Source: an optimization exercise on an open RTL-to-GDS flow (aim: small area, a short achievable clock period and few clock cycles). Production flows keep margins and buffers that such runs may drop. In this exercise RTL edits were held to simulation tests only and were not proved equivalent to the original. No activity file was given, so power comes from the tool's default toggle rates.

--- design/flow/config.mk ---
export PLATFORM = sky130hd
export DESIGN_NAME = crc_units
export DESIGN_NICKNAME = crc_units
export VERILOG_FILES = /design/flow/design.v
export SDC_FILE = /design/flow/constraint.sdc
export NUM_CORES = 4
export LEC_CHECK = 0
export CAP_MARGIN = 20
export CORE_MARGIN = 2
export CORE_UTILIZATION = 50
export CTS_BUF_LIST = sky130_fd_sc_hd__clkbuf_8
export CTS_CLUSTER_SIZE = 30
export SETUP_SLACK_MARGIN = 3
export SLEW_MARGIN = 20
export TNS_END_PERCENT = 10
--- design/flow/flow/run.sh ---
#!/bin/bash
# The standard layout, with the port buffers made from plain buffers
# (buffer_ports -buffer_cell) and timing repair free to change a cell's
# footprint when it sizes it.
set -euo pipefail
export BUFFER_PORTS_ARGS="-buffer_cell sky130_fd_sc_hd__buf_2"
bash standard.sh MATCH_CELL_FOOTPRINT=0 finish > standard_flow.log 2>&1
--- design/flow/constraint.sdc ---
create_clock -name core_clock -period 7.0 [get_ports {clk}]
set_input_delay 1.4000 -clock core_clock [delete_from_list [all_inputs] [get_ports {clk}]]
set_output_delay 1.4000 -clock core_clock [all_outputs]
set_load 0.01 [all_outputs]
--- design/flow/design.v ---
module crc_unit #(
    parameter integer W      = 32,     
    parameter [63:0]  POLY   = 64'h04C11DB7,
    parameter [63:0]  INIT   = 64'hFFFFFFFF,
    parameter         REFL   = 1'b1,   
    parameter [63:0]  XOROUT = 64'hFFFFFFFF
) (
    input  wire          clk,
    input  wire          rst,
    input  wire          seed_lo_we,
    input  wire          seed_hi_we,
    input  wire [31:0]   wdata,
    input  wire [15:0]   pending,        
    input  wire          init,
    input  wire          feed,
    input  wire [1:0]    width,          
    output reg  [W-1:0]  seed,
    output wire [W-1:0]  result,
    output reg           busy
);
    function [W-1:0] reflect;
        input [W-1:0] v;
        integer i;
        begin
            for (i = 0; i < W; i = i + 1)
                reflect[i] = v[W-1-i];
        end
    endfunction
    localparam [W-1:0] POLY_W = POLY[W-1:0];
    localparam [W-1:0] RPOLY  = reflect(POLY[W-1:0]);
    function [W-1:0] zadv;
        input [W-1:0] s;
        input integer n;
        integer i;
        reg [W-1:0] r;
        begin
            r = s;
            for (i = 0; i < n; i = i + 1)
                if (REFL) r = (r >> 1) ^ (r[0] ? RPOLY : {W{1'b0}});
                else      r = (r << 1) ^ (r[W-1] ? POLY_W : {W{1'b0}});
            zadv = r;
        end
    endfunction
    reg [W-1:0] crc;      
    wire [W-1:0] seed_lo_next;
    wire [W-1:0] seed_hi_next;
    generate
        if (W > 32) begin : g_wide
            assign seed_lo_next = {seed[W-1:32], wdata};
            assign seed_hi_next = {wdata[W-33:0], seed[31:0]};
        end else begin : g_narrow
            assign seed_lo_next = wdata[W-1:0];
            assign seed_hi_next = seed;
        end
    endgenerate
    wire byte_feed = (width == 2'd0) && !busy;
    wire [7:0] b0 = busy ? pending[7:0]  : wdata[7:0];
    wire [7:0] b1 = busy ? pending[15:8] : wdata[15:8];
    wire [W-1:0] nx1, nx2;    
    generate
        if (W >= 32) begin : g_fold
            wire [31:0] m = busy ? 32'd0 :
                            {{16{width[1]}}, {8{width != 2'd0}}, 8'hFF} & wdata;
            wire [W-1:0] x;
            if (REFL) begin : g_r
                assign x = crc ^ {{(W-32){1'b0}}, m};
            end else begin : g_n
                wire [31:0] ma = {m[7:0], m[15:8], m[23:16], m[31:24]};
                if (W > 32) begin : g_w
                    assign x = crc ^ {ma, {(W-32){1'b0}}};
                end else begin : g_e
                    assign x = crc ^ ma;
                end
            end
            wire [W-1:0] y8  = zadv(x, 8);
            wire [W-1:0] y16 = zadv(y8, 8);
            assign nx1 = y8;
            assign nx2 = y16;
        end else begin : g_small
            wire [W-1:0] y1 = zadv(crc ^ ({{(W-8){1'b0}}, b0} << (W-8)), 8);
            wire [W-1:0] y2 = zadv(y1  ^ ({{(W-8){1'b0}}, b1} << (W-8)), 8);
            assign nx1 = y1;
            assign nx2 = y2;
        end
    endgenerate
    localparam [W-1:0] CRC_RST = REFL ? reflect(INIT[W-1:0]) : INIT[W-1:0];
    wire          upd    = busy || feed;
    wire          c_init = !rst && init;
    wire          c_upd1 = !rst && !init && upd && byte_feed;
    wire          c_upd2 = !rst && !init && upd && !byte_feed;
    wire          c_hold = !rst && !init && !upd;
    wire [W-1:0]  crc_d  = ({W{rst}}    & CRC_RST)
                         | ({W{c_init}} & (REFL ? reflect(seed) : seed))
                         | ({W{c_upd1}} & nx1)
                         | ({W{c_upd2}} & nx2)
                         | ({W{c_hold}} & crc);
    wire          s_lo   = !rst && seed_lo_we;
    wire          s_hi   = !rst && !seed_lo_we && seed_hi_we;
    wire          s_hold = !rst && !seed_lo_we && !seed_hi_we;
    wire [W-1:0]  seed_d = ({W{rst}}    & INIT[W-1:0])
                         | ({W{s_lo}}   & seed_lo_next)
                         | ({W{s_hi}}   & seed_hi_next)
                         | ({W{s_hold}} & seed);
    always @(posedge clk) begin
        crc  <= crc_d;
        seed <= seed_d;
        busy <= !rst && !init && (upd ? (feed && width[1]) : busy);
    end
    assign result = crc ^ XOROUT[W-1:0];
endmodule
module crc_units (
    input  wire        clk,
    input  wire        rst,
    input  wire        req,
    input  wire        we,
    input  wire [7:0]  addr,      
    input  wire [31:0] wdata,
    output wire        ready,
    output reg  [31:0] rdata,     
    input  wire [4:0]  bound
);
    localparam integer NUNITS = 5;
    localparam [3:0] R_CTRL    = 4'h0;
    localparam [3:0] R_SEED_LO = 4'h1;
    localparam [3:0] R_SEED_HI = 4'h2;
    localparam [3:0] R_DIN     = 4'h3;
    localparam [3:0] R_RES_LO  = 4'h4;
    localparam [3:0] R_RES_HI  = 4'h5;
    wire [3:0] unit_idx = addr[7:4];
    wire [3:0] reg_idx  = addr[3:0];
    wire       unit_hit = (unit_idx < 4'd5) && (reg_idx <= R_RES_HI);
    wire       err_hit  = (addr == 8'h80);
    wire [NUNITS-1:0] busy;
    wire [NUNITS-1:0] unit_sel;
    genvar k;
    generate
        for (k = 0; k < NUNITS; k = k + 1) begin : g_sel
            assign unit_sel[k] = unit_hit && (unit_idx == k);
        end
    endgenerate
    wire busy_hit = (unit_idx == 4'd0 && busy[0]) || (unit_idx == 4'd1 && busy[1]) ||
                    (unit_idx == 4'd2 && busy[2]) || (unit_idx == 4'd3 && busy[3]) ||
                    (unit_idx == 4'd4 && busy[4]);
    assign ready = !(busy_hit && (reg_idx == R_DIN || reg_idx == R_RES_LO));
    wire wr  = req && we;
    wire rd  = req && !we && !(busy[4] && reg_idx == R_RES_LO);
    wire wr_cfg = wr && (reg_idx <= R_DIN);
    wire [NUNITS-1:0] wr_ok      = {NUNITS{wr_cfg}} & unit_sel & ~bound &
                                   ~(busy & {NUNITS{reg_idx == R_DIN}});
    wire [NUNITS-1:0] wr_blocked = {NUNITS{wr_cfg}} & unit_sel &  bound &
                                   ~(busy & {NUNITS{reg_idx == R_DIN}});
    reg [15:0] pending;
    always @(posedge clk)
        pending <= wdata[31:16];
    reg [2*NUNITS-1:0] width;     
    reg [4:0] err;
    wire [NUNITS-1:0] w_wr = wr_ok & {NUNITS{reg_idx == R_CTRL && !rst}};
    wire [NUNITS-1:0] w_hd = ~wr_ok | {NUNITS{reg_idx != R_CTRL || rst}};
    wire              e_wr = wr && err_hit;
    integer i;
    always @(posedge clk) begin
        for (i = 0; i < NUNITS; i = i + 1)
            width[2*i +: 2] <= ({2{w_wr[i]}} & wdata[2:1])
                             | ({2{w_hd[i] && !rst}} & width[2*i +: 2]);
        err <= {5{!rst}} & ((err & ~({5{e_wr}} & wdata[4:0])) | wr_blocked);
    end
    wire [7:0]  seed0, res0;
    wire [15:0] seed1, res1;
    wire [31:0] seed2, res2, seed3, res3;
    wire [63:0] seed4, res4;
    wire [NUNITS-1:0] do_seed_lo = wr_ok & {NUNITS{reg_idx == R_SEED_LO}};
    wire [NUNITS-1:0] do_seed_hi = wr_ok & {NUNITS{reg_idx == R_SEED_HI}};
    wire [NUNITS-1:0] do_init    = wr_ok & {NUNITS{reg_idx == R_CTRL}} & {NUNITS{wdata[0]}};
    wire [NUNITS-1:0] do_feed    = wr_ok & {NUNITS{reg_idx == R_DIN}};
    crc_unit #(.W(8), .POLY(64'h1D), .INIT(64'hFF), .REFL(1'b0),
               .XOROUT(64'hFF)) u0 (
        .clk(clk), .rst(rst),
        .seed_lo_we(do_seed_lo[0]), .seed_hi_we(do_seed_hi[0]), .wdata(wdata), .pending(pending),
        .init(do_init[0]), .feed(do_feed[0]), .width(width[1:0]),
        .seed(seed0), .result(res0), .busy(busy[0]));
    crc_unit #(.W(16), .POLY(64'h1021), .INIT(64'hFFFF), .REFL(1'b0),
               .XOROUT(64'h0)) u1 (
        .clk(clk), .rst(rst),
        .seed_lo_we(do_seed_lo[1]), .seed_hi_we(do_seed_hi[1]), .wdata(wdata), .pending(pending),
        .init(do_init[1]), .feed(do_feed[1]), .width(width[3:2]),
        .seed(seed1), .result(res1), .busy(busy[1]));
    crc_unit #(.W(32), .POLY(64'h04C11DB7), .INIT(64'hFFFFFFFF), .REFL(1'b1),
               .XOROUT(64'hFFFFFFFF)) u2 (
        .clk(clk), .rst(rst),
        .seed_lo_we(do_seed_lo[2]), .seed_hi_we(do_seed_hi[2]), .wdata(wdata), .pending(pending),
        .init(do_init[2]), .feed(do_feed[2]), .width(width[5:4]),
        .seed(seed2), .result(res2), .busy(busy[2]));
    crc_unit #(.W(32), .POLY(64'h1EDC6F41), .INIT(64'hFFFFFFFF), .REFL(1'b1),
               .XOROUT(64'hFFFFFFFF)) u3 (
        .clk(clk), .rst(rst),
        .seed_lo_we(do_seed_lo[3]), .seed_hi_we(do_seed_hi[3]), .wdata(wdata), .pending(pending),
        .init(do_init[3]), .feed(do_feed[3]), .width(width[7:6]),
        .seed(seed3), .result(res3), .busy(busy[3]));
    crc_unit #(.W(64), .POLY(64'h42F0E1EBA9EA3693), .INIT(64'h0), .REFL(1'b0),
               .XOROUT(64'h0)) u4 (
        .clk(clk), .rst(rst),
        .seed_lo_we(do_seed_lo[4]), .seed_hi_we(do_seed_hi[4]), .wdata(wdata), .pending(pending),
        .init(do_init[4]), .feed(do_feed[4]), .width(width[9:8]),
        .seed(seed4), .result(res4), .busy(busy[4]));
    reg [31:0] res_hi_shadow;
    wire sh_ld = !rst && rd && unit_sel[4] && reg_idx == R_RES_LO;
    wire sh_hd = !rst && !(rd && unit_sel[4] && reg_idx == R_RES_LO);
    always @(posedge clk)
        res_hi_shadow <= ({32{sh_ld}} & res4[63:32]) | ({32{sh_hd}} & res_hi_shadow);
    wire [4:0] u_is;                      
    generate
        for (k = 0; k < NUNITS; k = k + 1) begin : g_uis
            assign u_is[k] = (unit_idx == k);
        end
    endgenerate
    wire r_ctrl = (reg_idx == R_CTRL);
    wire r_slo  = (reg_idx == R_SEED_LO);
    wire r_shi  = (reg_idx == R_SEED_HI);
    wire r_rlo  = (reg_idx == R_RES_LO);
    wire r_rhi  = (reg_idx == R_RES_HI);
    always @(*) begin
        rdata = ({32{err_hit}} & {27'b0, err})
              | ({32{r_ctrl}} & {|(u_is & bound), 28'b0,
                                 (u_is[0] ? width[1:0] : 2'b0) | (u_is[1] ? width[3:2] : 2'b0) |
                                 (u_is[2] ? width[5:4] : 2'b0) | (u_is[3] ? width[7:6] : 2'b0) |
                                 (u_is[4] ? width[9:8] : 2'b0), 1'b0})
              | ({32{u_is[0] & r_slo}} & {24'b0, seed0})
              | ({32{u_is[0] & r_rlo}} & {24'b0, res0})
              | ({32{u_is[1] & r_slo}} & {16'b0, seed1})
              | ({32{u_is[1] & r_rlo}} & {16'b0, res1})
              | ({32{u_is[2] & r_slo}} & seed2)
              | ({32{u_is[2] & r_rlo}} & res2)
              | ({32{u_is[3] & r_slo}} & seed3)
              | ({32{u_is[3] & r_rlo}} & res3)
              | ({32{u_is[4] & r_slo}} & seed4[31:0])
              | ({32{u_is[4] & r_shi}} & seed4[63:32])
              | ({32{u_is[4] & r_rlo}} & res4[31:0])
              | ({32{u_is[4] & r_rhi}} & res_hi_shadow);
    end
endmodule
--- design/flow/standard.sh ---
#!/bin/bash
# synth_recipe.tcl (not shown) runs the flow's synth.tcl, then flattens the netlist and writes it again
# the make line also repeats each setting of config.mk as NAME=value (left out here)
make -C /OpenROAD-flow-scripts/flow DESIGN_CONFIG=/design/flow/config.mk WORK_HOME=/design/flow/orfs CLKGATE_MAP_FILE= SYNTH_SCRIPT=/design/flow/synth_recipe.tcl "${@:-finish}"
==> qor.txt, run 1 <==
DIE
------------------------------------------------------------------------------------------------------
Die width                                                                                  226 microns
Core Rows                                                                                           81
Starting utilization of the core area                                                            50.7%
I/O pin cnt                                                                                         82
Core box area                                                                             0.0488 sq mm
Floorplan die height                                                                       226 microns
Die ar.                                                                                   0.0513 sq mm

CRITICAL PATH
------------------------------------------------------------------------------------------------------
Worst flop-to-flop path startpoint                                                             u4.busy
Worst reg2reg path endpoint                                                                  u4.crc[1]
Worst setup EP type                                                                          flip-flop
Critical path data arrival time                                                                5.20 ns
Type of element launching the critical path                                               primary input
Classification of the worst setup path                                                    primary input to flip-flop
Worst path required time                                                                       7.55 ns
Slack of the worst reg-to-reg path                                                             2.73 ns
Endpoint of the most critical setup path                                                     u4.crc[1]
Crit Path Max Fanout                                                                                17
Number of cells on the worst reg-to-reg path                                                        10
Setup crit start                                                                              wdata[3]

CLOCK TREE
------------------------------------------------------------------------------------------------------
Worst-skew pair later-pin latency                                                              0.71 ns
Sinks on Clock Net                                                                                 372
CTS tree                                                                                         built
CTS Hold Buffers Added                                                                               0
Maximum buffer depth of the clock tree                                                               3
Clock transition at the register clock pins on the worst setup and hold paths after CTS        0.06 ns
CTS H-tree depth                                                                                     3
Number of buffers added by the clock tree synthesis step                                            70
Clock root buffer                                                                         sky130_fd_sc_hd__clkbuf_8

DETAILED ROUTING
------------------------------------------------------------------------------------------------------
Average wire per standard cell                                                            35.7 microns
DR pass1 iterations                                                                                  9
Antenna-violating nets left                                                                          0
Initial DRC count                                                                                 4672
Number of DRC violations after detailed routing                                                      0
Total via count after detailed routing                                                           24600
Via density per instance                                                                          6.99
WL final                                                                                  126000 microns

SYNTH
------------------------------------------------------------------------------------------------------
Synthesized instance count                                                                        2733
Total of warnings raised by yosys                                                                    6
Flip-flop and latch count after synthesis                                                          372
Most frequently used flop master after synthesis                                          sky130_fd_sc_hd__dfxtp_1
Synthesized netlist net count                                                                     2782
Sequential-to-total area share from yosys stat                                                   30.1%
Netlist cell types                                                                                  69
Mapped Avg Cell Area                                                                        9.06 sq um
EDFF count, synth                                                                                    0
Synth async-reset ratio                                                                             0%
Syn Std Cell Area                                                                         0.0247 sq mm

OUTCOME
------------------------------------------------------------------------------------------------------
Result of the run                                                                         finished clean

FINISH
------------------------------------------------------------------------------------------------------
Layout cell share with drive strength beyond 1                                                   17.9%
Area added between synthesis and finish                                                          16.6%
Area of combinational cells with multiple inputs                                          0.0173 sq mm
Number of nets in the layout                                                                      2850
# fillers                                                                                         4441
Register area                                                                             0.00745 sq mm
Final core utilization                                                                           59.1%

PLACE
------------------------------------------------------------------------------------------------------
HPWL after detailed placement                                                             89000 microns
Count of input and output buffers                                                                   81
Routability congestion estimate from global placement                                             1.07

GLOBAL ROUTING
------------------------------------------------------------------------------------------------------
Maximum number of pins on one net before global-route repair                                        70
Wire length of the first global-routing pass                                              176000 microns
Vias in the first global route                                                                   23100
All-layer global routing usage                                                                   48.5%
Overflow after GRT                                                                                   0
Initial antenna violation count                                                                      9

PWR
------------------------------------------------------------------------------------------------------
Pwr Total                                                                                      9.28 mW
Power density cells                                                                        322 mW/mm^2
Worst IR Drop VDD                                                                               190 uV
Leakage power                                                                                  10.4 nW

STA
------------------------------------------------------------------------------------------------------
Share of the cycle needed by the critical path after routing                                     66.4%
Minimum period implied by the final worst setup slack                                          4.65 ns
RSZ-0062 raised after global routing                                                              true
Final-report max-slew violation count                                                                0
Measured slew at the worst slew-check pin                                                      1.28 ns
Maximum clock skew at final layout                                                           0.0483 ns
Total negative setup slack                                                                        0 ns
Max-slew headroom at the worst pin                                                               13.8%
Upper clock frequency limit                                                                    215 MHz
Number of setup violations in the final report                                                       0
Final Hold Fails                                                                                     0

JOB
------------------------------------------------------------------------------------------------------
Total of max-cap violations                                                                          0

MIN PATH
------------------------------------------------------------------------------------------------------
Depth of the worst hold-timing path                                                                  2
HP Class                                                                                  flip-flop to flip-flop

-- routing by layer --
layer	GRT usage, %	part of all wire, %
met1	63.1	37
met5	0	0.022
met2	67.2	39
met4	31.5	8.4
met3	17.6	15
-- cell usage after synthesis, drive strengths merged, types with 2 or more instances --
cell type	number	share of area (%)
nand4	4	0.10
a22o	73	2.6
and3	11	0.28
or2	7	0.18
and2	4	0.10
a21boi	2	0.061
a21oi	130	2.6
a221oi	68	2.4
nor3	20	0.40
xor3	8	0.77
nor4b	2	0.071
nor2	146	2.2
a221o	45	1.8
nand2	213	3.2
nand3b	4	0.12
clkbuf	194	3.0
o2111ai	4	0.14
buf	43	0.87
or3	6	0.15
o211ai	6	0.18
o22a	80	2.8
mux2	4	0.18
nand3	53	1.1
a31oi	7	0.18
o21ai	124	2.5
and4b	2	0.081
a21o	3	0.091
nor2b	31	0.81
a211oi	5	0.15
a32oi	4	0.14
dfxtp	372	30
xnor3	34	3.1
a222oi	64	2.6
nor4	5	0.15
o21ba	3	0.12
xor2	249	9.2
mux2i	32	1.3
a22oi	53	1.6
o221ai	50	1.8
o22ai	7	0.18
nand2b	7	0.18
a211o	8	0.28
xnor2	533	20
-- cell usage in the layout, fill, tap and decap left out, types with 20 or more instances in the layout --
master	instances
sky130_fd_sc_hd__buf_2	65
sky130_fd_sc_hd__clkbuf_8	88
sky130_fd_sc_hd__a21oi_1	116
sky130_fd_sc_hd__buf_6	25
sky130_fd_sc_hd__a221oi_1	48
sky130_fd_sc_hd__xor2_1	236
sky130_fd_sc_hd__xnor2_1	504
sky130_fd_sc_hd__nor2b_1	30
sky130_fd_sc_hd__mux2i_1	32
sky130_fd_sc_hd__nor2_1	124
sky130_fd_sc_hd__nand3_1	42
sky130_fd_sc_hd__a221o_1	45
sky130_fd_sc_hd__dfxtp_1	372
sky130_fd_sc_hd__o21ai_0	106
sky130_fd_sc_hd__inv_1	20
sky130_fd_sc_hd__o221ai_1	49
sky130_fd_sc_hd__o22a_1	80
sky130_fd_sc_hd__nand2_1	204
sky130_fd_sc_hd__a22o_1	72
sky130_fd_sc_hd__xnor3_1	27
sky130_fd_sc_hd__a222oi_1	64
sky130_fd_sc_hd__xnor2_2	23
sky130_fd_sc_hd__a22oi_1	48
sky130_fd_sc_hd__buf_4	113
-- sequential cells by signal (all words and copies together) (netlist names) --
signal,flops
pending,16
u4.crc,64
width,10
u0.seed,8
u3.crc,32
res_hi_shadow,32
u3.busy,1
u2.busy,1
u1.crc,16
err,5
u4.seed,64
u2.seed,32
u0.busy,1
u1.busy,1
u3.seed,32
u2.crc,32
u4.busy,1
u1.seed,16
u0.crc,8
-- worst min-delay path by stage --
| stage | startpoint | to | slack, ns |
|---|---|---|---|
| after CTS | res_hi_shadow[23] | res_hi_shadow[23] | 0.46 |
| after global placement | err[0] | err[0] | 0.45 |
| after global routing | u4.crc[52] | res_hi_shadow[20] | 0.48 |
| final | res_hi_shadow[25] | res_hi_shadow[25] | 0.46 |
| after detailed placement | res_hi_shadow[23] | res_hi_shadow[23] | 0.45 |
| after floorplan | err[0] | err[0] | 0.43 |
-- critical path, stage by stage --
cell and delay, ns:
sky130_fd_sc_hd__buf_2 0.33, sky130_fd_sc_hd__and2b_2 0.36, sky130_fd_sc_hd__xnor2_4 0.45, sky130_fd_sc_hd__xnor3_1 0.29, sky130_fd_sc_hd__buf_4 0.23, sky130_fd_sc_hd__xnor3_2 0.52
sky130_fd_sc_hd__xnor3_2 0.50, sky130_fd_sc_hd__xor2_4 0.29, sky130_fd_sc_hd__xnor2_2 0.40, sky130_fd_sc_hd__xor2_1 0.32, sky130_fd_sc_hd__o21ai_1 0.09
-- kinds of logic after synthesis --
group                     after synthesis  synth area share, %
xor gates and xnor gates              824                 32.7
AOI/OAI and AO/OA                     744                 22.6
and+or+nand+nor                       520                 9.31
DFF                                   372                 30.1
buffers and inverters                 237                 3.83
muxes                                  36                 1.48
-- power by group --
group          leakage (nW)  switching, mW  internal (mW)
registers              3.03         0.0546           2.15
logic                  6.56           2.75           2.15
clock network         0.774           1.05           1.13
-- per-stage QoR --
stage          hold WS, ns  worst slack, ns  cells  instance area, sq um
3_5_place_dp         0.451             1.27   3308                 25900
5_1_grt              0.484             2.33   3512                 28800
4_1_cts              0.459             2.46   3510                 28800
3_3_place_gp         0.445             1.23   3308                 25900
6_report             0.463             2.35   3517                 28800
2_1_floorplan        0.432             2.85   2733                 25200
-- layout make-up --
| type | instances | area share (%) |
|---|---|---|
| Antenna cell | 6 | 0.0520 |
| Timing Repair Buffer | 226 | 6.51 |
| Tap cell | 664 | 2.88 |
| Sequential cell | 372 | 25.8 |
| Clock buffer | 88 | 4.20 |
| Multi-Input combinational cell | 2131 | 60.0 |
| Clock inverter | 30 | 0.538 |
-- timing repair --
item	CTS	global route
buffers inserted	76	0
gates resized for setup	161	9
cloned	8	0
pin swaps	53	2
endpoints found under the setup margin	196	209
Testbench counts, summed over its fixed seeds: cycles 25,557.
==> run 2: changes to the inputs <==
--- a/design/flow/config.mk
+++ b/design/flow/config.mk
@@ -12,3 +12,3 @@
 export CTS_CLUSTER_SIZE = 30
-export SETUP_SLACK_MARGIN = 3
+export SETUP_SLACK_MARGIN = 2.2
 export SLEW_MARGIN = 20
==> run 2 against run 1 <==
Largest cell class unchanged. Via count decreased by 0.41%. Combinational power about the same. Critical path depth decreased by 2. Non-clock buffer count decreased by 58. Maximum frequency decreased by 6.2%. Still clean.
==> qor.txt, run 2 <==
FINISH
------------------------------------------------------------------------------------------------------
Largest registers                                                                         u4.crc (64), u4.seed (64)
Final core utilization                                                                           56.2%   -2.8 points
# fillers                                                                                         4579   +3.1%
Most frequent standard cell in the layout excluding fill and tap cells                    sky130_fd_sc_hd__xnor2_1
Number of nets in the layout                                                                      2787   -2.2%
Layout cell share with drive strength beyond 1                                                   13.5%   -4.4 points
Cell area after layout                                                                    0.0275 sq mm   -4.8%
Final non-filler cell total                                                                       3451   -1.9%
Most frequent cells in the layout                                                         sky130_fd_sc_hd__xnor2_1, sky130_fd_sc_hd__dfxtp_1, sky130_fd_sc_hd__xor2_1
Area added between synthesis and finish                                                          11.0%

PWR
------------------------------------------------------------------------------------------------------
Switching part of the total power                                                                42.0%   +0.52 points
Comb power frac                                                                                  52.8%   about the same
Leakage power                                                                                  9.74 nW   -6.0%
Int Power                                                                                      5.35 mW   -1.4%
Power density cells                                                                        336 mW/mm^2   +4.5%
Net load switching power                                                                       3.88 mW   +0.70%
Power share of the sequential group                                                              24.0%   +0.3 points
Clk pwr share                                                                                    23.2%   -0.3 points
Worst IR Drop VDD                                                                               330 uV   +74%

STA
------------------------------------------------------------------------------------------------------
Max-slew headroom at the worst pin                                                               22.8%   +9.0 points
Final-report max-slew violation count                                                                0   unchanged
Measured slew at the worst slew-check pin                                                      1.16 ns   -0.125 ns
Maximum clock skew at final layout                                                           0.0218 ns   -0.0265 ns
Number of setup violations in the final report                                                       0   unchanged
Final Hold Fails                                                                                     0   unchanged
RSZ-0062 raised after global routing                                                              true
Upper clock frequency limit                                                                    202 MHz   -6.2%
Minimum period implied by the final worst setup slack                                          4.96 ns   +0.306 ns
Share of the cycle needed by the critical path after routing                                     70.8%   +4.4 points
Final setup margin                                                                             2.04 ns   -0.306 ns
Total negative setup slack                                                                        0 ns   unchanged

SYNTH
------------------------------------------------------------------------------------------------------
Most frequently used flop master after synthesis                                          sky130_fd_sc_hd__dfxtp_1
Synthesized netlist net count                                                                     2782   unchanged
EDFF count, synth                                                                                    0   unchanged
Most common library cells after synthesis                                                 sky130_fd_sc_hd__xnor2_1, sky130_fd_sc_hd__dfxtp_1, sky130_fd_sc_hd__xor2_1
Sequential-to-total area share from yosys stat                                                   30.1%   unchanged
Syn Std Cell Area                                                                         0.0247 sq mm   unchanged
Largest cells by area after synthesis                                                     sky130_fd_sc_hd__dfxtp_1, sky130_fd_sc_hd__xnor2_1, sky130_fd_sc_hd__xor2_1
Cell with the most instances after synthesis                                              sky130_fd_sc_hd__xnor2_1
Mapped Avg Cell Area                                                                        9.06 sq um   unchanged
Flip-flop and latch count after synthesis                                                          372   unchanged
Synth async-reset ratio                                                                             0%   unchanged
Netlist cell types                                                                                  69   unchanged
Synthesized instance count                                                                        2733   unchanged
Total of warnings raised by yosys                                                                    6   unchanged
Yosys top cell area share                                                                        30.1%   unchanged
Library cell occupying the most area in the post-synthesis netlist                        sky130_fd_sc_hd__dfxtp_1

CLOCK TREE
------------------------------------------------------------------------------------------------------
Number of buffers added by the clock tree synthesis step                                            71   +1.4%
Worst-skew pair later-pin latency                                                              0.67 ns   -0.04 ns
Clock transition at the register clock pins on the worst setup and hold paths after CTS        0.06 ns   about the same
CTS Hold Buffers Added                                                                               0   unchanged
Sinks on Clock Net                                                                                 372   unchanged
CTS H-tree depth                                                                                     3   unchanged
CTS tree                                                                                         built
Maximum buffer depth of the clock tree                                                               3   unchanged
Clock root buffer                                                                         sky130_fd_sc_hd__clkbuf_8

PLACE
------------------------------------------------------------------------------------------------------
Count of input and output buffers                                                                   81   unchanged
Instance area at placement                                                                0.0258 sq mm   -0.68%
DP Cell Count                                                                                     3319   +0.33%
Worst setup slack after placement                                                              1.41 ns   +0.139 ns
HPWL after detailed placement                                                             90100 microns   +1.2%
Routability congestion estimate from global placement                                             1.07   +0.46%

DETAILED ROUTING
------------------------------------------------------------------------------------------------------
Via density per instance                                                                          7.10   +1.5%
Wire length the detailed router placed on met1                                            46200 microns   -0.91%
DR pass1 iterations                                                                                  7   -2
Antenna-violating nets left                                                                          0   unchanged
Wire length on met3                                                                       19000 microns   -0.86%
Total via count after detailed routing                                                           24500   -0.41%
WL final                                                                                  125000 microns   -0.26%
Met2 Routed Length                                                                        49800 microns   +1.1%
Average wire per standard cell                                                            36.3 microns   +1.6%
Highest layer used for signal routing                                                             met5
Initial DRC count                                                                                 4561   -2.4%
Number of DRC violations after detailed routing                                                      0   unchanged

CRITICAL PATH
------------------------------------------------------------------------------------------------------
Crit Path Max Fanout                                                                                20   +3
Type of element launching the critical path                                               primary input
Critical path data arrival time                                                                3.56 ns   -1.64 ns
Worst path required time                                                                       5.60 ns   -1.95 ns
Worst setup EP type                                                                         output pin
Library cell contributing the largest single delay on the critical path                   sky130_fd_sc_hd__a222oi_1
Top cell by count, worst path                                                             sky130_fd_sc_hd__buf_2
Worst reg2reg path endpoint                                                                 u4.crc[45]
Sequence of cells on the critical path                                                    buf_2 -> nand2b_2 -> nor2_1 -> buf_4 -> a222oi_1 -> o22ai_1 -> a21oi_1 -> nand3_1 -> buf_2
Worst flop-to-flop path startpoint                                                          u4.crc[62]
Classification of the worst setup path                                                    primary input to output pin
Slack of the worst reg-to-reg path                                                             2.79 ns   +0.06 ns
Worst path max stage delay                                                                     0.47 ns   -0.05 ns
Number of cells on the worst reg-to-reg path                                                         8   -2

GLOBAL ROUTING
------------------------------------------------------------------------------------------------------
Maximum number of pins on one net before global-route repair                                        77   +10%
Initial antenna violation count                                                                     10   +1
Overflow after GRT                                                                                   0   unchanged
All-layer global routing usage                                                                   47.8%   -0.71 points
Wire length of the first global-routing pass                                              173000 microns   -1.6%
Vias in the first global route                                                                   22600   -2.3%

DIE
------------------------------------------------------------------------------------------------------
Floorplan die height                                                                       226 microns   unchanged
Starting utilization of the core area                                                            50.7%   unchanged
Die width                                                                                  226 microns   unchanged
Core box area                                                                             0.0488 sq mm   unchanged
I/O pin cnt                                                                                         82   unchanged
Core Rows                                                                                           81   unchanged
Die ar.                                                                                   0.0513 sq mm   unchanged

MIN PATH
------------------------------------------------------------------------------------------------------
HP Class                                                                                  flip-flop to flip-flop
Hold path startpoint                                                                      res_hi_shadow[2]
Depth of the worst hold-timing path                                                                  2   unchanged
Hold endpoint                                                                             res_hi_shadow[2]

OUTCOME
------------------------------------------------------------------------------------------------------
Result of the run                                                                         finished clean

JOB
------------------------------------------------------------------------------------------------------
Total of max-cap violations                                                                          0   unchanged

run 2: changes by cell type in the layout (fill, tap and decap cells not counted), sizes merged:
cell / change
buf: -59
inv: -5
nor2: -5
clkinvlp: -2
clkinv: +9
clkbuf: -2
diode: -1
nand2: -1
run 2: worst max-delay path, delay by kind of cell:
family / cells / cell delay (ns)
compound gates: 3 / 0.97
buf+inv: 3 / 0.63
simple gates: 3 / 0.53
run 2: logic make-up after synthesis:
group	share of synthesized area (%)
XOR/XNOR	32.7
AO/OA/AOI/OAI	22.6
AND/OR/NAND/NOR	9.31
flip-flops	30.1
buffers and inverters	3.83
multiplexers	1.48
run 2: worst max path at each step:
stage / to / slack [ns] / cells after the start / startpoint
floorplan: rdata[18] / 2.35 / 9 / addr[4]
global placement: u4.crc[4] / 1.39 / 10 / wdata[4]
detailed placement: u4.crc[4] / 1.41 / 10 / wdata[4]
CTS: rdata[2] / 2.07 / 13 / addr[5]
global route: rdata[15] / 2.04 / 11 / addr[5]
finish: rdata[7] / 2.04 / 9 / addr[1]
run 2: what timing repair did:
action / 4_1_cts / 5_1_grt
gates resized for setup: 37 / 20
setup buffers: 6 / 1
gates cloned: 2 / 1
hold endpoints to repair: 0 / 0
pin swaps: 3 / 3
endpoints found under the setup margin: 34 / 61
run 2: area by class of cell:
class                           count  area (sq um)  share of cell area, %
Antenna cell                        5          12.5                 0.0456
Clock buffer                       85          1170                   4.26
Clock inverter                     32           165                  0.601
Multi-Input combinational cell   2125         16700                   60.7
Sequential cell                   372          7450                   27.1
Tap cell                          664           831                   3.03
Timing Repair Buffer              168          1160                   4.23
run 2: metrics by stage:
stage	hold slack (ns)	power, mW
after floorplan	0.432	5.88
final	0.457	9.23
after global placement	0.444	6.98
after detailed placement	0.449	6.94
after global routing	0.480	9.48
after CTS	0.458	9.08
run 2: layer usage:
layer | up-vias | GRT usage [%]
met5 | - | 0
met3 | 538 | 16.1
met2 | 2214 | 67.1
met4 | 4 | 32.6
li1 | 9848 | -
met1 | 11900 | 61.5
run 2: power by group through the flow:
stage               sequential (mW)  clock (mW)  combinational, mW
floorplan                      2.21           0               3.67
global placement               2.25           0               4.73
detailed placement             2.25           0               4.69
CTS                            2.20        2.13               4.74
global route                   2.21        2.21               5.06
finish                         2.21        2.15               4.87
==> run 3: changes to the inputs <==
--- a/design/flow/config.mk
+++ b/design/flow/config.mk
@@ -9,3 +9,3 @@
 export CORE_MARGIN = 2
-export CORE_UTILIZATION = 50
+export CORE_UTILIZATION = 40
 export CTS_BUF_LIST = sky130_fd_sc_hd__clkbuf_8
==> run 3 against run 2 <==
Sequential power about the same. Count of clock-buffer cells in the layout is 11 higher. Combinational power increased by 1%. Register-to-register slack got worse by 0.60 ns. Maximum frequency grew 1.2%. Via count shrank 1.7%. Design area grew 2.1%. Critical path depth unchanged. Non-clock buffer count is 17 higher. Area after synthesis did not move. Sequential share of layout area decreased by 0.55 points. Critical endpoint unchanged. Highest routed layer unchanged.
==> qor.txt, run 3 <==
CRITICAL PATH
------------------------------------------------------------------------------------------------------
Worst path max stage delay                                                                     0.46 ns   about the same
Worst path required time                                                                       5.60 ns   about the same
Library cell contributing the largest single delay on the critical path                   sky130_fd_sc_hd__a222oi_1
Critical path data arrival time                                                                3.50 ns   -0.06 ns
Worst reg2reg path endpoint                                                                 u4.crc[27]
Worst flop-to-flop path startpoint                                                             u4.busy
Number of cells on the worst reg-to-reg path                                                         9   +1
Crit Path Max Fanout                                                                                16   -20%
Type of element launching the critical path                                               primary input
Worst setup EP type                                                                         output pin
Sequence of cells on the critical path                                                    buf_2 -> or2_4 -> nor2_1 -> buf_4 -> a222oi_1 -> o22ai_1 -> a21oi_2 -> nand3_1 -> buf_2
Slack of the worst reg-to-reg path                                                             2.19 ns   -0.60 ns
Classification of the worst setup path                                                    primary input to output pin
Top cell by count, worst path                                                             sky130_fd_sc_hd__buf_2

JOB
------------------------------------------------------------------------------------------------------
Total of max-cap violations                                                                          0   unchanged

SYNTH
------------------------------------------------------------------------------------------------------
Mapped Avg Cell Area                                                                        9.06 sq um   unchanged
Largest cells by area after synthesis                                                     sky130_fd_sc_hd__dfxtp_1, sky130_fd_sc_hd__xnor2_1, sky130_fd_sc_hd__xor2_1
Synth async-reset ratio                                                                             0%   unchanged
EDFF count, synth                                                                                    0   unchanged
Yosys top cell area share                                                                        30.1%   unchanged
Most frequently used flop master after synthesis                                          sky130_fd_sc_hd__dfxtp_1
Most common library cells after synthesis                                                 sky130_fd_sc_hd__xnor2_1, sky130_fd_sc_hd__dfxtp_1, sky130_fd_sc_hd__xor2_1
Cell with the most instances after synthesis                                              sky130_fd_sc_hd__xnor2_1
Synthesized instance count                                                                        2733   unchanged
Flip-flop and latch count after synthesis                                                          372   unchanged
Sequential-to-total area share from yosys stat                                                   30.1%   unchanged
Syn Std Cell Area                                                                         0.0247 sq mm   unchanged
Netlist cell types                                                                                  69   unchanged
Synthesized netlist net count                                                                     2782   unchanged
Total of warnings raised by yosys                                                                    6   unchanged
Library cell occupying the most area in the post-synthesis netlist                        sky130_fd_sc_hd__dfxtp_1

DETAILED ROUTING
------------------------------------------------------------------------------------------------------
Number of DRC violations after detailed routing                                                      0   unchanged
Initial DRC count                                                                                 4378   -4.0%
Antenna-violating nets left                                                                          0   unchanged
WL final                                                                                  126000 microns   +1.0%
Total via count after detailed routing                                                           24100   -1.7%
Via density per instance                                                                          6.67   -6.0%
DR pass1 iterations                                                                                  7   unchanged
Average wire per standard cell                                                            35.1 microns   -3.4%

CLOCK TREE
------------------------------------------------------------------------------------------------------
Clock transition at the register clock pins on the worst setup and hold paths after CTS        0.06 ns   about the same
CTS tree                                                                                         built
Worst-skew pair later-pin latency                                                              0.69 ns   +0.02 ns
Number of buffers added by the clock tree synthesis step                                            72   +1.4%
Clock root buffer                                                                         sky130_fd_sc_hd__clkbuf_8
Sinks on Clock Net                                                                                 372   unchanged
CTS H-tree depth                                                                                     3   unchanged
Maximum buffer depth of the clock tree                                                               3   unchanged

PWR
------------------------------------------------------------------------------------------------------
Worst IR Drop VDD                                                                               311 uV   -5.8%
Pwr Total                                                                                      9.53 mW   +3.3%
Power density cells                                                                        340 mW/mm^2   +1.2%
Leakage power                                                                                  9.91 nW   +1.7%

PLACE
------------------------------------------------------------------------------------------------------
HPWL after detailed placement                                                             91800 microns   +1.9%
Routability congestion estimate from global placement                                             1.04   -2.6%
Count of input and output buffers                                                                   81   unchanged
DP Cell Count                                                                                     3449   +3.9%
Instance area at placement                                                                0.0259 sq mm   +0.73%
Worst setup slack after placement                                                              1.01 ns   -0.401 ns

MIN PATH
------------------------------------------------------------------------------------------------------
Hold path startpoint                                                                      res_hi_shadow[8]
Hold endpoint                                                                             res_hi_shadow[8]
Depth of the worst hold-timing path                                                                  2   unchanged
HP Class                                                                                  flip-flop to flip-flop

DIE
------------------------------------------------------------------------------------------------------
Core Rows                                                                                           91   +12%
Core box area                                                                             0.0615 sq mm   +26%
Floorplan die height                                                                       253 microns   +12%
I/O pin cnt                                                                                         82   unchanged
Die width                                                                                  253 microns   +12%
Die ar.                                                                                   0.0639 sq mm   +25%
Starting utilization of the core area                                                            40.3%   -10 points

STA
------------------------------------------------------------------------------------------------------
RSZ-0062 raised after global routing                                                              true
Measured slew at the worst slew-check pin                                                      1.20 ns   +0.0457 ns
Max-slew headroom at the worst pin                                                               19.6%   -3.2 points
Final-report max-slew violation count                                                                0   unchanged
Minimum period implied by the final worst setup slack                                          4.90 ns   -0.0609 ns
Upper clock frequency limit                                                                    204 MHz   +1.2%
Worst Hold Margin                                                                             0.459 ns   +0.00167 ns
Final Hold Fails                                                                                     0   unchanged
Maximum clock skew at final layout                                                           0.0345 ns   +0.0128 ns
Final setup margin                                                                             2.10 ns   +0.0609 ns
Number of setup violations in the final report                                                       0   unchanged
Total negative setup slack                                                                        0 ns   unchanged
Share of the cycle needed by the critical path after routing                                     69.9%   -0.87 points

FINISH
------------------------------------------------------------------------------------------------------
Largest registers                                                                         u4.crc (64), u4.seed (64)
# fillers                                                                                         6031   +32%
Final non-filler cell total                                                                       3607   +4.5%
Cell area after layout                                                                    0.0280 sq mm   +2.1%
Most frequent standard cell in the layout excluding fill and tap cells                    sky130_fd_sc_hd__xnor2_1
Most frequent cells in the layout                                                         sky130_fd_sc_hd__xnor2_1, sky130_fd_sc_hd__dfxtp_1, sky130_fd_sc_hd__xor2_1
Number of nets in the layout                                                                      2805   +0.65%
Layout cell share with drive strength beyond 1                                                   14.4%   +0.88 points
Final core utilization                                                                           45.6%   -11 points
Area added between synthesis and finish                                                          13.3%

GLOBAL ROUTING
------------------------------------------------------------------------------------------------------
Overflow after GRT                                                                                   0   unchanged
All-layer global routing usage                                                                   38.6%   -9.2 points
Vias in the first global route                                                                   22700   +0.38%
Initial antenna violation count                                                                      9   -1
Maximum number of pins on one net before global-route repair                                        65   -16%
Wire length of the first global-routing pass                                              176000 microns   +1.7%

OUTCOME
------------------------------------------------------------------------------------------------------
Result of the run                                                                         finished clean

run 3: cell types whose count changed in the layout (fill, tap and decap cells not counted), sizes merged:
cell,change
clkinvlp,+1
clkbuf,+16
buf,+12
clkinv,-4
bufinv,+3
diode,+5
inv,-3
run 3: cell families after synthesis:
family                 synth area share (%)
flip-flops                             30.1
AND/OR/NAND/NOR                        9.31
multiplexers                           1.48
buffers and inverters                  3.83
XOR/XNOR                               32.7
AO/OA/AOI/OAI                          22.6
run 3: worst max-delay path by stage:
stage,start,end,slack (ns),depth (start not counted)
6_report,addr[2],rdata[7],2.10,9
5_1_grt,addr[5],rdata[15],2.08,11
3_5_place_dp,wdata[7],u4.crc[27],1.01,10
2_1_floorplan,addr[4],rdata[18],2.35,9
3_3_place_gp,wdata[7],u4.crc[27],1.02,10
4_1_cts,addr[6],rdata[9],2.09,13
run 3: worst max-delay path: cells and delay by family:
kind | cells | cell delay, ns
AO/OA/AOI/OAI | 3 | 0.88
buffers and inverters | 3 | 0.60
AND/OR/NAND/NOR | 3 | 0.61
run 3: where the power goes:
part	leakage [nW]	switching [mW]	internal [mW]
logic	6.03	2.81	2.12
registers	3.03	0.0611	2.15
clock network	0.849	1.07	1.33
run 3: metal layers:
metal,share of wire [%],vias to the layer above,wire length (microns),global-route usage [%]
li1,-,9883,-,-
met1,39,11800,49200,51.3
met2,40,1978,50900,54.6
met3,14,439,17400,12.5
met4,7.1,6,8920,22.1
met5,0.027,-,34,0
run 3: what timing repair did:
| item | CTS | global route |
|---|---|---|
| hold buffers | 0 | 0 |
| setup endpoints to repair | 58 | 36 |
| gates cloned | 1 | 2 |
| pin swaps | 7 | 5 |
| resized for setup | 36 | 37 |
| buffers inserted | 15 | 5 |
run 3: cell type report:
cell class	instances	area (sq um)	area share, %
Antenna cell	10	25.0	0.0893
Clock buffer	96	1320	4.71
Clock inverter	29	210	0.750
Multi-Input combinational cell	2125	16700	59.6
Sequential cell	372	7450	26.6
Tap cell	790	988	3.53
Timing Repair Buffer	185	1320	4.72
==> run 4: changes to the inputs <==
--- a/design/flow/config.mk
+++ b/design/flow/config.mk
@@ -9,3 +9,3 @@
 export CORE_MARGIN = 2
-export CORE_UTILIZATION = 40
+export CORE_UTILIZATION = 55
 export CTS_BUF_LIST = sky130_fd_sc_hd__clkbuf_8
==> run 4 against run 3 <==
Still clean on timing, DRC and antenna. Total power is 1.8% lower. Area after synthesis stayed put. Critical path depth is 2 higher. Clock skew is 0.0030 ns lower. Critical endpoint is now u4.crc[1]. Largest power group unchanged. Highest routed layer unchanged.
==> qor.txt, run 4 <==
SYNTH
------------------------------------------------------------------------------------------------------
Synthesized instance count                                                                        2733   unchanged
Mapped Avg Cell Area                                                                        9.06 sq um   unchanged
Yosys top cell area share                                                                        30.1%   unchanged
Flip-flop and latch count after synthesis                                                          372   unchanged
Netlist cell types                                                                                  69   unchanged
Cell with the most instances after synthesis                                              sky130_fd_sc_hd__xnor2_1
Most common library cells after synthesis                                                 sky130_fd_sc_hd__xnor2_1, sky130_fd_sc_hd__dfxtp_1, sky130_fd_sc_hd__xor2_1
Largest cells by area after synthesis                                                     sky130_fd_sc_hd__dfxtp_1, sky130_fd_sc_hd__xnor2_1, sky130_fd_sc_hd__xor2_1
Synthesized netlist net count                                                                     2782   unchanged
Most frequently used flop master after synthesis                                          sky130_fd_sc_hd__dfxtp_1
Synth async-reset ratio                                                                             0%   unchanged
Library cell occupying the most area in the post-synthesis netlist                        sky130_fd_sc_hd__dfxtp_1
Syn Std Cell Area                                                                         0.0247 sq mm   unchanged
EDFF count, synth                                                                                    0   unchanged
Sequential-to-total area share from yosys stat                                                   30.1%   unchanged
Total of warnings raised by yosys                                                                    6   unchanged

CLOCK TREE
------------------------------------------------------------------------------------------------------
Sinks on Clock Net                                                                                 372   unchanged
Clock transition at the register clock pins on the worst setup and hold paths after CTS        0.06 ns   about the same
CTS tree                                                                                         built
Maximum buffer depth of the clock tree                                                               3   unchanged
CTS H-tree depth                                                                                     3   unchanged
Clock root buffer                                                                         sky130_fd_sc_hd__clkbuf_8
Worst-skew pair later-pin latency                                                              0.68 ns   about the same
CTS Hold Buffers Added                                                                               0   unchanged
Number of buffers added by the clock tree synthesis step                                            68   -5.6%

GLOBAL ROUTING
------------------------------------------------------------------------------------------------------
Layer with the highest usage                                                                      met2
Initial antenna violation count                                                                     15   +6
Fraction of met1 tracks used by global routing                                                   64.0%   +13 points
Vias in the first global route                                                                   22800   +0.65%
Met3 capacity usage during global routing                                                        19.4%   +6.9 points
Global routing met2 resource utilization                                                         68.5%   +14 points
Wire length of the first global-routing pass                                              168000 microns   -4.4%
Overflow after GRT                                                                                   0   unchanged
All-layer global routing usage                                                                   49.8%   +11 points
Maximum number of pins on one net before global-route repair                                        76   +17%

DETAILED ROUTING
------------------------------------------------------------------------------------------------------
DR pass1 iterations                                                                                  9   +2
Total via count after detailed routing                                                           24900   +3.3%
Antenna-violating nets left                                                                          0   unchanged
Initial DRC count                                                                                 5523   +26%
Number of DRC violations after detailed routing                                                      0   unchanged
Via density per instance                                                                          7.31   +9.6%
Average wire per standard cell                                                            35.4 microns   +1.0%
WL final                                                                                  121000 microns   -4.7%

CRITICAL PATH
------------------------------------------------------------------------------------------------------
Worst path required time                                                                       7.52 ns   +1.92 ns
Crit Path Max Fanout                                                                                17   +1
Worst setup EP type                                                                          flip-flop
Type of element launching the critical path                                               primary input
Classification of the worst setup path                                                    primary input to flip-flop
Critical path data arrival time                                                                5.52 ns   +2.02 ns

STA
------------------------------------------------------------------------------------------------------
Max-slew headroom at the worst pin                                                               20.4%   +0.76 points
Final Hold Fails                                                                                     0   unchanged
Minimum period implied by the final worst setup slack                                          5.00 ns   +0.102 ns
Measured slew at the worst slew-check pin                                                      1.19 ns   -0.0142 ns
Final-report max-slew violation count                                                                0   unchanged
Maximum clock skew at final layout                                                           0.0315 ns   -0.00299 ns
Upper clock frequency limit                                                                    200 MHz   -2.0%
Number of setup violations in the final report                                                       0   unchanged
Total negative setup slack                                                                        0 ns   unchanged
Share of the cycle needed by the critical path after routing                                     71.4%   +1.5 points
RSZ-0062 raised after global routing                                                              true

PLACE
------------------------------------------------------------------------------------------------------
HPWL after detailed placement                                                             85300 microns   -7.0%
Routability congestion estimate from global placement                                             1.06   +1.6%
Count of input and output buffers                                                                   81   unchanged
DP Cell Count                                                                                     3242   -6.0%
Instance area at placement                                                                0.0256 sq mm   -1.2%

FINISH
------------------------------------------------------------------------------------------------------
Number of nets in the layout                                                                      2805   unchanged
Cell area after layout                                                                    0.0276 sq mm   -1.4%
Most frequent standard cell in the layout excluding fill and tap cells                    sky130_fd_sc_hd__xnor2_1
Largest registers                                                                         u4.crc (64), u4.seed (64)
Final non-filler cell total                                                                       3401   -5.7%
Most frequent cells in the layout                                                         sky130_fd_sc_hd__xnor2_1, sky130_fd_sc_hd__dfxtp_1, sky130_fd_sc_hd__xor2_1
Area added between synthesis and finish                                                          11.7%
Layout cell share with drive strength beyond 1                                                   14.0%   -0.36 points

OUTCOME
------------------------------------------------------------------------------------------------------
Result of the run                                                                         finished clean

MIN PATH
------------------------------------------------------------------------------------------------------
HP Class                                                                                  flip-flop to flip-flop

JOB
------------------------------------------------------------------------------------------------------
Total of max-cap violations                                                                          0   unchanged

PWR
------------------------------------------------------------------------------------------------------
Worst IR Drop VDD                                                                               413 uV   +33%
Pwr Total                                                                                      9.36 mW   -1.8%
Leakage power                                                                                  9.87 nW   -0.33%
Power density cells                                                                        339 mW/mm^2   -0.42%

DIE
------------------------------------------------------------------------------------------------------
Floorplan die height                                                                       216 microns   -14%
Core box area                                                                             0.0443 sq mm   -28%
Die ar.                                                                                   0.0467 sq mm   -27%
I/O pin cnt                                                                                         82   unchanged
Core Rows                                                                                           77   -15%
Die width                                                                                  216 microns   -14%
Starting utilization of the core area                                                            55.8%   +16 points

[run 4: cell counts after synthesis]
Identical to the previous run, type by type.
[run 4: kinds of logic (layout without fill, tap and decap cells)]
group,after synthesis,after routing,synth area share (%)
AO/OA/AOI/OAI,744,744,22.6
XOR/XNOR,824,824,32.7
buffers and inverters,237,302,3.83
flip-flops,372,372,30.1
multiplexers,36,36,1.48
other,0,8,0
AND/OR/NAND/NOR,520,523,9.31
[run 4: final timing paths]
kind,from,to,slack (ns),depth (start not counted)
max,wdata[7],u4.crc[1],2.00,11
min,res_hi_shadow[30],res_hi_shadow[30],0.46,2
max reg2reg,u4.busy,u4.crc[1],2.20,10
min reg2reg,res_hi_shadow[30],res_hi_shadow[30],0.46,2
[run 4: critical path, cell delays in order]
cell and delay (ns):
sky130_fd_sc_hd__buf_2 0.52, sky130_fd_sc_hd__xnor2_1 0.35, sky130_fd_sc_hd__nor2_1 0.30, sky130_fd_sc_hd__xnor3_1 0.37, sky130_fd_sc_hd__buf_4 0.24, sky130_fd_sc_hd__xnor3_2 0.66
sky130_fd_sc_hd__xnor3_2 0.50, sky130_fd_sc_hd__xor2_4 0.29, sky130_fd_sc_hd__xnor2_2 0.43, sky130_fd_sc_hd__xor2_1 0.32, sky130_fd_sc_hd__o21ai_1 0.10
[run 4: area by class of cell]
class                   count  area (sq um)
multi-input cells        2127         16700
fillers                  3885         16700
flip-flops and latches    372          7450
repair buffers            187          1330
clock buffers              87          1200
well taps                 592           741
clock inverters            28           185
diodes                      8          20.0
[run 4: metal layers]
| layer | part of all wire, % | up-vias |
|---|---|---|
| li1 | - | 9891 |
| met1 | 36 | 11800 |
| met5 | 0.17 | - |
| met4 | 8.5 | 18 |
| met3 | 16 | 660 |
| met2 | 39 | 2488 |
[run 4: stage by stage]
stage / hold slack [ns] / utilization [%] / worst slack [ns]
4_1_cts: 0.455 / 61.5 / 2.06
3_5_place_dp: 0.447 / 57.8 / 0.995
5_1_grt: 0.478 / 62.3 / 2.07
6_report: 0.458 / 62.4 / 2.00
2_1_floorplan: 0.432 / - / 2.35
3_3_place_gp: 0.444 / 57.8 / 1.01
[run 4: power breakdown]
part / switching, mW / total [mW] / leakage [nW] / internal (mW)
logic: 2.82 / 4.94 / 6.08 / 2.13
clock network: 1.02 / 2.21 / 0.769 / 1.19
registers: 0.0644 / 2.21 / 3.03 / 2.15
[run 4: timing repair]
| item | in CTS | in global routing |
|---|---|---|
| buffers inserted | 11 | 19 |
| cloned | 3 | 3 |
| resized for setup | 33 | 40 |
| pin swaps | 6 | 7 |
| endpoints found under the setup margin | 63 | 40 |
| hold endpoints to repair | 0 | 0 |
==> run 5: changes to the inputs <==
--- a/design/flow/config.mk
+++ b/design/flow/config.mk
@@ -12,3 +12,3 @@
 export CTS_CLUSTER_SIZE = 30
-export SETUP_SLACK_MARGIN = 2.2
+export SETUP_SLACK_MARGIN = 2.5
 export SLEW_MARGIN = 20
==> run 5 against run 4 <==
Sequential cell count unchanged. Count of clock-buffer cells in the layout decreased by 1. Clock power about the same. Register-to-register slack improved by 0.40 ns. Non-clock buffer count increased by 18. First-iteration DRC count decreased by 3.2%. Hold slack got worse by 0.0023 ns. Via count decreased by 0.12%. Critical path depth unchanged. Largest cell class unchanged. Routed wire length decreased by 0.27%. Total power increased by 0.49%. Clock skew increased by 0.0061 ns.
==> qor.txt, run 5 <==
PLACE
------------------------------------------------------------------------------------------------------
Instance area at placement                                                                0.0256 sq mm   -0.24%
Worst setup slack after placement                                                              1.20 ns   +0.200 ns
Count of input and output buffers                                                                   81   unchanged
DP Cell Count                                                                                     3234   -0.25%
HPWL after detailed placement                                                             85000 microns   -0.36%
Routability congestion estimate from global placement                                             1.07   +1.2%

GLOBAL ROUTING
------------------------------------------------------------------------------------------------------
All-layer global routing usage                                                                   50.1%   +0.32 points
Initial antenna violation count                                                                      7   -8
Maximum number of pins on one net before global-route repair                                        79   +3.9%
Overflow after GRT                                                                                   0   unchanged
Vias in the first global route                                                                   23300   +2.1%
Wire length of the first global-routing pass                                              169000 microns   +0.58%

SYNTH
------------------------------------------------------------------------------------------------------
Library cell occupying the most area in the post-synthesis netlist                        sky130_fd_sc_hd__dfxtp_1
Cell with the most instances after synthesis                                              sky130_fd_sc_hd__xnor2_1
EDFF count, synth                                                                                    0   unchanged
Flip-flop and latch count after synthesis                                                          372   unchanged
Post-synthesis simple-gate area fraction                                                         9.31%   unchanged
Synthesized instance count                                                                        2733   unchanged
Most frequently used flop master after synthesis                                          sky130_fd_sc_hd__dfxtp_1
Sequential-to-total area share from yosys stat                                                   30.1%   unchanged
Most common library cells after synthesis                                                 sky130_fd_sc_hd__xnor2_1, sky130_fd_sc_hd__dfxtp_1, sky130_fd_sc_hd__xor2_1
Main combinational cell family by area after synthesis                                    XOR/XNOR gates
Post-synthesis adder-cell area fraction                                                             0%   unchanged
Yosys top cell area share                                                                        30.1%   unchanged
Synthesized netlist net count                                                                     2782   unchanged
Syn Std Cell Area                                                                         0.0247 sq mm   unchanged
Largest cells by area after synthesis                                                     sky130_fd_sc_hd__dfxtp_1, sky130_fd_sc_hd__xnor2_1, sky130_fd_sc_hd__xor2_1
Fraction of synthesized cell area in xor and xnor cells                                          32.7%   unchanged
Mapped Avg Cell Area                                                                        9.06 sq um   unchanged
Synth async-reset ratio                                                                             0%   unchanged
Netlist cell types                                                                                  69   unchanged
Total of warnings raised by yosys                                                                    6   unchanged
Complex-gate fraction of the synthesized area                                                    22.6%   unchanged
Multiplexer share of the synthesized area                                                        1.48%   unchanged

CRITICAL PATH
------------------------------------------------------------------------------------------------------
Classification of the worst setup path                                                    primary input to output pin
Sequence of cells on the critical path                                                    buf_12 -> buf_4 -> nand2_1 -> nor2_1 -> buf_6 -> nand2_8 -> buf_6 -> nor2_1 -> a221oi_1 -> nand3_1 -> buf_2
Bufs and invs on worst path                                                                          5   +3
Worst path required time                                                                       5.60 ns   -1.92 ns
Worst setup EP type                                                                         output pin
Crit Path Max Fanout                                                                                11   -6
Critical path data arrival time                                                                3.35 ns   -2.17 ns
Worst path max stage delay                                                                     0.53 ns   -0.13 ns
Largest delay share family, worst path                                                    buffers and inverters
Type of element launching the critical path                                               primary input
Library cell contributing the largest single delay on the critical path                   sky130_fd_sc_hd__a221oi_1

STA
------------------------------------------------------------------------------------------------------
Maximum clock skew at final layout                                                           0.0377 ns   +0.00611 ns
Minimum period implied by the final worst setup slack                                          4.75 ns   -0.243 ns
Final-report max-slew violation count                                                                0   unchanged
Number of setup violations in the final report                                                       0   unchanged
Upper clock frequency limit                                                                    210 MHz   +5.1%
Share of the cycle needed by the critical path after routing                                     67.9%   -3.5 points
Final Hold Fails                                                                                     0   unchanged
Max-slew headroom at the worst pin                                                               17.8%   -2.6 points
Final setup margin                                                                             2.25 ns   +0.243 ns
RSZ-0062 raised after global routing                                                              true
Measured slew at the worst slew-check pin                                                      1.22 ns   +0.0347 ns
Total negative setup slack                                                                        0 ns   unchanged

PWR
------------------------------------------------------------------------------------------------------
Comb power frac                                                                                  53.0%   +0.2 points
Pwr Total                                                                                      9.41 mW   +0.49%
Net load switching power                                                                       3.93 mW   +0.82%
Worst IR Drop VDD                                                                               345 uV   -16%
Power share of the sequential group                                                              23.5%   about the same
Leakage power                                                                                  10.1 nW   +2.6%
Switching part of the total power                                                                41.8%   +0.14 points
Clk pwr share                                                                                    23.5%   about the same
Power density cells                                                                        334 mW/mm^2   -1.5%
Int Power                                                                                      5.47 mW   +0.26%

DETAILED ROUTING
------------------------------------------------------------------------------------------------------
Average wire per standard cell                                                            35.1 microns   -0.91%
Number of DRC violations after detailed routing                                                      0   unchanged
Antenna-violating nets left                                                                          0   unchanged
Initial DRC count                                                                                 5345   -3.2%
DR pass1 iterations                                                                                 10   +1
Total via count after detailed routing                                                           24800   -0.12%
WL final                                                                                  120000 microns   -0.27%
Via density per instance                                                                          7.26   -0.76%

CLOCK TREE
------------------------------------------------------------------------------------------------------
Worst-skew pair later-pin latency                                                              0.71 ns   +0.03 ns
Number of buffers added by the clock tree synthesis step                                            68   unchanged
Clock root buffer                                                                         sky130_fd_sc_hd__clkbuf_8
CTS H-tree depth                                                                                     3   unchanged
Clock transition at the register clock pins on the worst setup and hold paths after CTS        0.06 ns   about the same
CTS tree                                                                                         built
CTS Hold Buffers Added                                                                               0   unchanged
Sinks on Clock Net                                                                                 372   unchanged
Maximum buffer depth of the clock tree                                                               3   unchanged

DIE
------------------------------------------------------------------------------------------------------
I/O pin cnt                                                                                         82   unchanged
Die ar.                                                                                   0.0467 sq mm   unchanged
Floorplan die height                                                                       216 microns   unchanged
Core box area                                                                             0.0443 sq mm   unchanged
Die width                                                                                  216 microns   unchanged
Core Rows                                                                                           77   unchanged
Starting utilization of the core area                                                            55.8%   unchanged

FINISH
------------------------------------------------------------------------------------------------------
Number of nets in the layout                                                                      2823   +0.64%
Area added between synthesis and finish                                                          14.0%
Most frequent cells in the layout                                                         sky130_fd_sc_hd__xnor2_1, sky130_fd_sc_hd__dfxtp_1, sky130_fd_sc_hd__xor2_1
Most frequent standard cell in the layout excluding fill and tap cells                    sky130_fd_sc_hd__xnor2_1
Largest registers                                                                         u4.crc (64), u4.seed (64)
Final non-filler cell total                                                                       3423   +0.65%
Layout cell share with drive strength beyond 1                                                   15.6%   +1.7 points
Cell area after layout                                                                    0.0282 sq mm   +2.0%

JOB
------------------------------------------------------------------------------------------------------
Total of max-cap violations                                                                          0   unchanged

MIN PATH
------------------------------------------------------------------------------------------------------
HP Class                                                                                  flip-flop to flip-flop

OUTCOME
------------------------------------------------------------------------------------------------------
Result of the run                                                                         finished clean

==> run 5: cell count changes in the layout (fill, tap and decap cells not counted), sizes merged <==
cell and change:
inv +8, diode -2, buf +17, clkinv -1
==> run 5: cells by family after synthesis <==
logic type / count (synthesis)
AOI/OAI and AO/OA: 744
xor gates and xnor gates: 824
buffers and inverters: 237
DFF: 372
muxes: 36
and+or+nand+nor: 520
==> run 5: timing repair <==
action | CTS | global route
endpoints found under the setup margin | 93 | 86
setup buffers | 50 | 7
cloned | 5 | 0
pin swaps | 28 | 11
resized for setup | 127 | 26
==> run 5: metrics by stage <==
| stage | hold WS (ns) | utilization (%) |
|---|---|---|
| after floorplan | 0.432 | - |
| after CTS | 0.453 | 63.1 |
| final | 0.456 | 63.6 |
| after detailed placement | 0.447 | 57.7 |
| after global placement | 0.441 | 57.7 |
| after global routing | 0.467 | 63.6 |
==> run 5: worst min-delay path, cell delays in order, from the launching register on <==
cell and delay (ns):
sky130_fd_sc_hd__dfxtp_1 0.31, sky130_fd_sc_hd__nand2_1 0.05, sky130_fd_sc_hd__a21oi_1 0.05
==> run 5: final cells by class <==
cell class	instances	area, sq um
Antenna cell	6	15.0
Tap cell	592	741
Clock buffer	86	1180
Clock inverter	35	213
Fill cell	3790	16100
Timing Repair Buffer	205	1600
Multi-Input combinational cell	2127	17000
Sequential cell	372	7450
==> run 5: path summary, 6_finish.rpt <==
| path | startpoint | to | slack, ns | cells after the start |
|---|---|---|---|---|
| max | addr[5] | rdata[14] | 2.25 | 11 |
| min | err[0] | err[0] | 0.46 | 2 |
| max reg2reg | u3.busy | u3.crc[9] | 2.60 | 9 |
| min reg2reg | err[0] | err[0] | 0.46 | 2 |
==> run 5: layer usage <==
metal / global-route usage [%] / routed length (microns) / vias to the layer above
li1: - / - / 9923
met1: 62.5 / 42600 / 11900
met2: 68.7 / 46700 / 2369
met3: 22.3 / 19900 / 677
met4: 34.7 / 10800 / 6
met5: 1.35 / 109 / -
==> run 5: power by group through the flow <==
stage	clock network, mW	logic, mW	registers, mW
floorplan	0	3.67	2.21
global route	2.30	5.17	2.21
CTS	2.19	4.80	2.20
finish	2.21	4.98	2.21
global placement	0	4.70	2.25
detailed placement	0	4.71	2.25

afterwards: timing with drivers on the ports:
The results above use ideal ports. As a check the final layouts listed here were re-extracted and re-timed, cells and wires unchanged.
Step 1 (the two cells are an assumption about what drives the block):
set clk [get_ports {clk}]
set_driving_cell -lib_cell sky130_fd_sc_hd__clkbuf_16 $clk
set_driving_cell -lib_cell sky130_fd_sc_hd__buf_2 [delete_from_list [all_inputs] $clk]
Step 2 also shifts input and output timing later by t, the mid clock arrival at the registers, as if the neighbouring blocks saw the same clock.
Slacks: ideal ports / drivers / drivers and shift; pairs: ideal ports / drivers.
run | shift t [ns] | setup WS [ns] | hold WS [ns] | latest minus earliest clock arrival (ns) | worst data-port slew with drivers (ns)
run 1 | 0.748 | 2.350 / 2.200 / 1.644 | 0.463 / 0.463 / 0.463 | 0.048 / 0.049 | 0.16
run 2 | 0.727 | 2.044 / 1.991 / 1.456 | 0.457 / 0.457 / 0.457 | 0.030 / 0.030 | 0.07
run 3 | 0.734 | 2.105 / 2.079 / 1.425 | 0.459 / 0.459 / 0.459 | 0.035 / 0.036 | 0.11
run 4 | 0.730 | 2.003 / 1.959 / 1.296 | 0.458 / 0.458 / 0.458 | 0.037 / 0.037 | 0.12
run 5 | 0.750 | 2.246 / 2.198 / 1.625 | 0.456 / 0.456 / 0.456 | 0.044 / 0.045 | 0.07
After both steps setup and hold are still met in every run listed. The setup slack of run 4, which loses most, moves by -0.044 ns with the drivers and by -0.707 ns with both steps.
